From an optimization exercise on the open Yosys and OpenROAD flow, aimed at small area; shortcuts taken in it are not production practice. Only simulation tests tie the RTL to the original design; equivalence was not proved. Power figures rest on the tool's default switching activity, not on a simulated workload.

## flow/run.sh

```bash
#!/bin/bash
# synth_recipe.tcl (not shown) runs the flow's synth.tcl, then flattens the netlist and writes it again
# the make line also repeats each setting of config.mk as NAME=value (left out here)
make -C /OpenROAD-flow-scripts/flow DESIGN_CONFIG=/design/flow/config.mk WORK_HOME=/design/flow/orfs CLKGATE_MAP_FILE= SYNTH_SCRIPT=/design/flow/synth_recipe.tcl finish
```

## flow/config.mk

```make
export PLATFORM = sky130hd
export DESIGN_NAME = pwm_top
export DESIGN_NICKNAME = pwm_top
export VERILOG_FILES = /design/flow/design.v
export SDC_FILE = /design/flow/constraint.sdc
export NUM_CORES = 4
export LEC_CHECK = 0
export CAP_MARGIN = 20
export CORE_MARGIN = 2
export CORE_UTILIZATION = 40
export PLACE_DENSITY = 0.6
export SLEW_MARGIN = 20
```

## flow/constraint.sdc

```tcl
create_clock -name core_clock -period 6.0 [get_ports {clk}]
set_input_delay 1.2000 -clock core_clock [delete_from_list [all_inputs] [get_ports {clk}]]
set_output_delay 1.2000 -clock core_clock [all_outputs]
set_load 0.01 [all_outputs]
```

## flow/design.v

```verilog
module pwm_chan (
    input  wire        clk,
    input  wire        rst,
    input  wire        cfg_we,
    input  wire        per_we,
    input  wire        cmp_we,
    input  wire [31:0] wdata,
    input  wire        en,         
    input  wire        en_start,   
    input  wire        hold,       
    output reg  [8:0]  cfg_buf,    
    output reg  [15:0] per_buf,
    output reg  [15:0] cmp_buf,
    output reg  [15:0] cmp_act,
    output wire        pol_act,
    output wire        ref_o,      
    output wire        upd_o       
);
    localparam [15:0] PER_RST = 16'd19999;
    reg        align_act;
    reg        umode_act;
    reg        pol_r;
    reg [3:0]  psc_act;
    reg [15:0] per_act;
    reg [11:0] psc_cnt;
    reg [15:0] cnt;
    reg        down;
    assign pol_act = pol_r;
    wire [3:0] psc_eff = (psc_act > 4'd12) ? 4'd12 : psc_act;
    wire [11:0] psc_mask = (12'd1 << psc_eff) - 12'd1;
    wire tick = en && (psc_cnt == psc_mask);
    wire [15:0] per_lo  = (per_act < 16'd2) ? 16'd2 : per_act;
    wire [15:0] per_eff = (!align_act && per_lo > 16'hFFFE) ? 16'hFFFE : per_lo;
    reg [15:0] cnt_nx;
    reg        down_nx;
    reg        wrap;
    reg        mid;
    always @(*) begin
        cnt_nx  = cnt;
        down_nx = down;
        wrap    = 1'b0;
        mid     = 1'b0;
        if (!align_act) begin
            down_nx = 1'b0;
            if (cnt >= per_eff) begin
                cnt_nx = 16'd0;
                wrap   = 1'b1;
            end else begin
                cnt_nx = cnt + 16'd1;
                mid    = (cnt_nx == ({1'b0, per_eff[15:1]} + {15'd0, per_eff[0]}));
            end
        end else begin
            if (!down) begin
                cnt_nx = cnt + 16'd1;
                if (cnt_nx >= per_eff) begin
                    down_nx = 1'b1;
                    mid     = 1'b1;
                end
            end else begin
                if (cnt <= 16'd1) begin
                    cnt_nx  = 16'd0;
                    down_nx = 1'b0;
                    wrap    = 1'b1;
                end else begin
                    cnt_nx = cnt - 16'd1;
                end
            end
        end
    end
    wire [16:0] thr = {1'b0, per_eff} - {1'b0, cmp_act};    
    reg ref_raw;
    always @(*) begin
        if (!align_act)
            ref_raw = (cnt < cmp_act);
        else if (thr[16])
            ref_raw = 1'b1;
        else if (!down)
            ref_raw = (cnt >= thr[15:0]);
        else
            ref_raw = (cnt > thr[15:0]);
    end
    assign ref_o = en && ref_raw;
    wire upd = en_start || (tick && (wrap || (umode_act && mid)));
    assign upd_o = upd;
    always @(posedge clk) begin
        if (rst) begin
            cfg_buf   <= 9'd0;
            per_buf   <= PER_RST;
            cmp_buf   <= 16'd0;
            align_act <= 1'b0;
            umode_act <= 1'b0;
            pol_r     <= 1'b0;
            psc_act   <= 4'd0;
            per_act   <= PER_RST;
            cmp_act   <= 16'd0;
            psc_cnt   <= 12'd0;
            cnt       <= 16'd0;
            down      <= 1'b0;
        end else begin
            if (cfg_we) cfg_buf <= {wdata[8:5], 2'b00, wdata[2:0]};
            if (per_we) per_buf <= wdata[15:0];
            if (cmp_we) cmp_buf <= wdata[15:0];
            if (upd && !hold) begin
                align_act <= cfg_buf[0];
                umode_act <= cfg_buf[1];
                pol_r     <= cfg_buf[2];
                psc_act   <= cfg_buf[8:5];
                per_act   <= per_buf;
                cmp_act   <= cmp_buf;
            end
            if (en_start || !en) begin
                psc_cnt <= 12'd0;
                cnt     <= 16'd0;
                down    <= 1'b0;
            end else if (tick) begin
                psc_cnt <= 12'd0;
                cnt     <= cnt_nx;
                down    <= down_nx;
            end else begin
                psc_cnt <= psc_cnt + 12'd1;
            end
        end
    end
endmodule
module pwm_top (
    input  wire        clk,
    input  wire        rst,
    input  wire        wr_en,
    input  wire [8:0]  addr,
    input  wire [31:0] wdata,
    output reg  [31:0] rdata,
    input  wire [5:0]  trip,
    output reg  [11:0] pwm
);
    localparam [9:0] DEAD_RST = 10'd200;
    reg  [11:0] out_en;
    reg         upd_hold;
    reg  [5:0]  trip_q;
    wire glob_we = wr_en && (addr[8:2] == 7'h10);           
    wire [11:0] en_start = glob_we ? (wdata[11:0] & ~out_en) : 12'd0;
    wire [8:0]  cfg_buf [0:11];
    wire [15:0] per_buf [0:11];
    wire [15:0] cmp_buf [0:11];
    wire [15:0] cmp_act [0:11];
    wire [11:0] pol_act;
    wire [11:0] ref_w;
    wire [11:0] upd_w;
    genvar n;
    generate
        for (n = 0; n < 12; n = n + 1) begin : ch
            wire sel = wr_en && addr[8] && (addr[7:4] == n[3:0]);
            pwm_chan u_chan (
                .clk      (clk),
                .rst      (rst),
                .cfg_we   (sel && addr[3:2] == 2'd0),
                .per_we   (sel && addr[3:2] == 2'd1),
                .cmp_we   (sel && addr[3:2] == 2'd2),
                .wdata    (wdata),
                .en       (out_en[n]),
                .en_start (en_start[n]),
                .hold     (upd_hold),
                .cfg_buf  (cfg_buf[n]),
                .per_buf  (per_buf[n]),
                .cmp_buf  (cmp_buf[n]),
                .cmp_act  (cmp_act[n]),
                .pol_act  (pol_act[n]),
                .ref_o    (ref_w[n]),
                .upd_o    (upd_w[n])
            );
        end
    endgenerate
    reg  [9:0] dead_buf [0:5];
    reg  [9:0] dead_act [0:5];
    reg  [5:0] pair_buf;
    reg  [5:0] pair_act;
    reg  [9:0] hi_run   [0:5];
    reg  [9:0] lo_run   [0:5];
    reg  [11:0] act;
    integer k;
    always @(*) begin
        for (k = 0; k < 6; k = k + 1) begin
            if (pair_act[k]) begin
                act[2*k]   =  ref_w[2*k] && (hi_run[k] >= dead_act[k]);
                act[2*k+1] = !ref_w[2*k] && (lo_run[k] >= dead_act[k]);
            end else begin
                act[2*k]   = ref_w[2*k];
                act[2*k+1] = ref_w[2*k+1];
            end
        end
    end
    reg [11:0] pwm_nx;
    integer m;
    always @(*) begin
        for (m = 0; m < 12; m = m + 1) begin
            if (trip[m/2] || !out_en[m])
                pwm_nx[m] = pol_act[m];
            else
                pwm_nx[m] = act[m] ^ pol_act[m];
        end
    end
    integer j;
    always @(posedge clk) begin
        if (rst) begin
            out_en   <= 12'd0;
            upd_hold <= 1'b0;
            trip_q   <= 6'd0;
            pair_buf <= 6'd0;
            pair_act <= 6'd0;
            pwm      <= 12'd0;
            for (j = 0; j < 6; j = j + 1) begin
                dead_buf[j] <= DEAD_RST;
                dead_act[j] <= DEAD_RST;
                hi_run[j]   <= 10'd0;
                lo_run[j]   <= 10'd0;
            end
        end else begin
            if (glob_we) begin
                out_en   <= wdata[11:0];
                upd_hold <= wdata[16];
            end
            trip_q <= trip;
            pwm    <= pwm_nx;
            for (j = 0; j < 6; j = j + 1) begin
                if (wr_en && addr[8:5] == 4'h4 && addr[4:2] == j[2:0]) begin    
                    dead_buf[j] <= wdata[9:0];
                    pair_buf[j] <= wdata[16];
                end
                if (upd_w[2*j] && !upd_hold) begin
                    dead_act[j] <= dead_buf[j];
                    pair_act[j] <= pair_buf[j];
                end
                hi_run[j] <= ref_w[2*j]  ? ((hi_run[j] == 10'h3FF) ? hi_run[j] : hi_run[j] + 10'd1) : 10'd0;
                lo_run[j] <= !ref_w[2*j] ? ((lo_run[j] == 10'h3FF) ? lo_run[j] : lo_run[j] + 10'd1) : 10'd0;
            end
        end
    end
    reg [31:0] rd_nx;
    integer r;
    always @(*) begin
        rd_nx = 32'd0;
        if (addr[8:2] == 7'h10)
            rd_nx = {15'd0, upd_hold, 4'd0, out_en};
        for (r = 0; r < 6; r = r + 1)
            if (addr[8:5] == 4'h4 && addr[4:2] == r[2:0])
                rd_nx = {15'd0, pair_buf[r], 6'd0, dead_buf[r]};
        for (r = 0; r < 12; r = r + 1)
            if (addr[8] && addr[7:4] == r[3:0]) begin
                case (addr[3:2])
                    2'd0: rd_nx = {23'd0, cfg_buf[r]};
                    2'd1: rd_nx = {16'd0, per_buf[r]};
                    2'd2: rd_nx = {16'd0, cmp_buf[r]};
                    2'd3: rd_nx = {cmp_act[r], 14'd0, trip_q[r/2], pwm[r]};
                endcase
            end
    end
    always @(posedge clk) begin
        if (rst) rdata <= 32'd0;
        else     rdata <= rd_nx;
    end
endmodule
```

==> out/results.txt <==
Tightest Hold Check Type: flip-flop to flip-flop
clock latency (worst-skew pair): 0.91 ns
Sink Count: 1599
reg-to-reg endpoint: pwm[0]
Hold-fix buffers, CTS: 0
Synth Warn #: 10
Post-Route WL: 421300 microns
Worst-path clk slew: 0.06 ns
Crit Path Category: flip-flop to flip-flop
status: complete, no violations
Hold Worst Slack: 0.4652 ns
crit-path leading delay family: compound AO/OA/AOI/OAI gates
CP dominant cell by count: o21ai_0
Setup crit end: pwm[0]
Final Max Tran Viols: 0
Req. time, crit path: 6.78 ns
Reg2Reg Depth: 25
Post-synth EDFFs: 0
most common cell after layout, fill and taps aside: nand2_1
Longest Clk Path Bufs: 4
crit path DAT: 6.40 ns
hold_sp: dead_act[5][1]
Achievable Freq: 0.1780 GHz
Slew HR: 0.1207
Power Total: 23670 uW
Syn Area/Cell: 7.708 sq um
#FFs+latches synth: 1599
DP HPWL: 313000 microns
R2R setup slack: 0.38 ns
initial cell density of the core: 0.4026
Die H: 534.5 microns
first-pass GRT wire length: 627600 microns
largest net degree at the start of global routing: 193
pwr/cell area: 191.1 nW/um^2
GRT Overall Usage: 0.2829
CP Launch Type: flip-flop
async set or reset register ratio after synthesis: 0
Largest stage delay, worst path: 0.50 ns
syn_nets: 15830
unrepaired setup endpoints after global routing: true
initial DRC count: 11510
Setup violations, final: 0
DR WL/cell: 23.23 microns
CP Buf/Inv Count: 2
DRC violations left: 0
Final Hold Fails: 0
io pins: 94
slew at the pin with the worst max-slew slack: 1.305 ns
predominant post-synthesis flop cell: dfxtp_1
mapped cell area: 112600 sq um
DP Area: 117300 sq um
GPL Wtd Cong: 1.030
final instance area: 123900 sq um
Crit path depth: 25
Num CTS Buffers: 192
CTS tree: built
Max-cap violations: 0
Syn-to-layout area delta: 10.03%
final antenna-violating net count: 0
CP startpoint: ch[0].u_chan.per_act[6]
Via density: 5.894
via count: 106900
IO Port Bufs: 76
Leak: 0.05072 uW
Die Footprint: 285700 sq um
root buf cell: clkbuf_16
row count: 194
RR Startpoint: ch[0].u_chan.per_act[6]
min Tclk post-route: 5.619 ns
fin crit share: 0.9364
Synth Instances: 14610
Peak supply drop: 0.2215 mV
antenna violations before repair: 37
Worst Skew: 0.05482 ns
DR pass1 iterations: 7
commonest non-fill, non-tap cells in the layout: nand2_1, dfxtp_1, nor2_1, ha_1, a21oi_1
GR Overflow Total: 0
Slowest-stage cell, CP: dfxtp_1
crit-path max FO: 9
vias in the first global route: 97360
Layout Nets: 15470
total core area: 279600 sq um
H-Tree Depth: 4
share of layout cells above drive strength 1: 0.06137
Unique masters post-synth: 91
die width: 534.5 microns
register area share after synthesis: 0.2843
CP Capture Type: flip-flop
area by class of cell:
class                      instances  area, sq um
sequential                      1599        32010
multi-input combinational      11240        74210
inverter                         764         2875
clock buffer                     266         5413
tap                             3724         4659
clock inverter                    70        937.1
fill                           28220       155800
timing repair buffer             452         3710
antenna                           22        55.05
routing by layer:
| metal | global-route usage | part of all wire |
|---|---|---|
| met5 | 0 | 0.00056 |
| met1 | 0.3724 | 0.42 |
| met3 | 0.05685 | 0.088 |
| met4 | 0.1642 | 0.066 |
| met2 | 0.4280 | 0.43 |
per-stage QoR:
stage | setup TNS (ns) | util | cells | worst slack (ns)
after detailed placement | 0 | 0.4195 | 17770 | 0.01744
after floorplan | 0 | - | 14610 | 0.6255
final | 0 | 0.4430 | 18130 | 0.3814
after global placement | -0.1346 | 0.4195 | 17770 | -0.1053
after global routing | -0.06230 | 0.4429 | 18130 | -0.06230
after CTS | 0 | 0.4422 | 18110 | 0.004551
state kept, by name, indices dropped and copies added (netlist names), 6 cells and up:
name	flops
ch.u_chan.pol_r	12
pair_act	6
lo_run	60
ch.u_chan.per_act	192
hi_run	60
ch.u_chan.cmp_buf	192
rdata	32
dead_buf	60
pair_buf	6
dead_act	60
pwm	12
ch.u_chan.align_act	12
ch.u_chan.down	12
ch.u_chan.psc_cnt	144
out_en	12
trip_q	6
ch.u_chan.umode_act	12
ch.u_chan.cnt	192
ch.u_chan.cfg_buf	84
ch.u_chan.per_buf	192
ch.u_chan.psc_act	48
ch.u_chan.cmp_act	192
cell usage after synthesis, drive strengths merged, types with 48 or more instances:
cell       n  share of area
o21ai    594          0.026
clkbuf   922          0.031
dfxtp   1599           0.28
nor4     164         0.0092
a211oi   113         0.0075
xnor2    529          0.041
a21oi   1093          0.049
or4       51         0.0034
nand2   1966          0.066
and3     136         0.0076
xor2     349          0.027
nand4    225          0.013
nor2    1353          0.045
inv      764          0.025
o21a      83         0.0055
or2       48         0.0027
nand2b   134         0.0074
mux2i    524          0.047
o211ai   111         0.0074
nor3     389          0.017
nand3    553          0.025
a22oi    157          0.010
a31oi    118         0.0066
ha      1164           0.13
or3       61         0.0034
a21o     165          0.011
a221oi   107         0.0083
nor2b    114         0.0063
buf       84         0.0034
o22ai    136         0.0076
logic make-up after synthesis:
kind of cell    Yosys count  synth area share
flops                  1599            0.2843
fa+ha+maj              1176            0.1315
compound gates         3191            0.1796
mux                     574           0.05419
buf+inv                1770           0.05963
simple gates           5407            0.2203
xor+xnor                889           0.07050
tightest hold or removal path: cells and delay by family (launching register included):
| family | cells | cell delay [ns] |
|---|---|---|
| AO/OA/AOI/OAI | 1 | 0.05 |
| flip-flops | 1 | 0.31 |
| AND/OR/NAND/NOR | 1 | 0.05 |
repair_timing:
item                                    4_1_cts  5_1_grt
endpoints found under the setup margin        2      118
resized for setup                             1       35
pin swaps                                     0        6
buffers inserted                              0        4
worst min-delay path by stage:
stage / to / cells after the start / slack, ns
after floorplan: dead_act[5][1] / 2 / 0.44
after global placement: dead_act[5][9] / 2 / 0.44
after detailed placement: dead_act[5][5] / 2 / 0.45
after CTS: dead_act[5][9] / 2 / 0.46
after global routing: ch[8].u_chan.cmp_buf[11] / 2 / 0.48
final: dead_act[5][1] / 2 / 0.47
where the power goes:
group,internal (uW),switching [uW]
Clock,7080,5060
Sequential,10600,39.5
Combinational,178,670

## what the ideal ports hide
In the flow no input, the clock included, has a driving cell. The finished layout below was timed again as built, in two steps.
Step 1 (the two cells are an assumption about what drives the block):
set clk [get_ports {clk}]
set_driving_cell -lib_cell sky130_fd_sc_hd__clkbuf_16 $clk
set_driving_cell -lib_cell sky130_fd_sc_hd__buf_2 [delete_from_list [all_inputs] $clk]
Step 2 moves the port delays by t, midway between the first and last clock arrival at a register: inputs arrive t later, outputs are due t later. That takes back most of the time a late clock gives input paths.
Three values: no drivers, after step 1, after step 2; two values: the first two.
shift t [ns]: 0.987
setup WS [ns]: 0.381 / 0.381 / 0.381
clock arrival spread, ns: 0.063 / 0.063
worst data-port slew with drivers (ns): 0.24
After both steps setup and hold are still met in this run. The setup slack of this run moves by 0.000 ns with the drivers and by 0.000 ns with both steps.
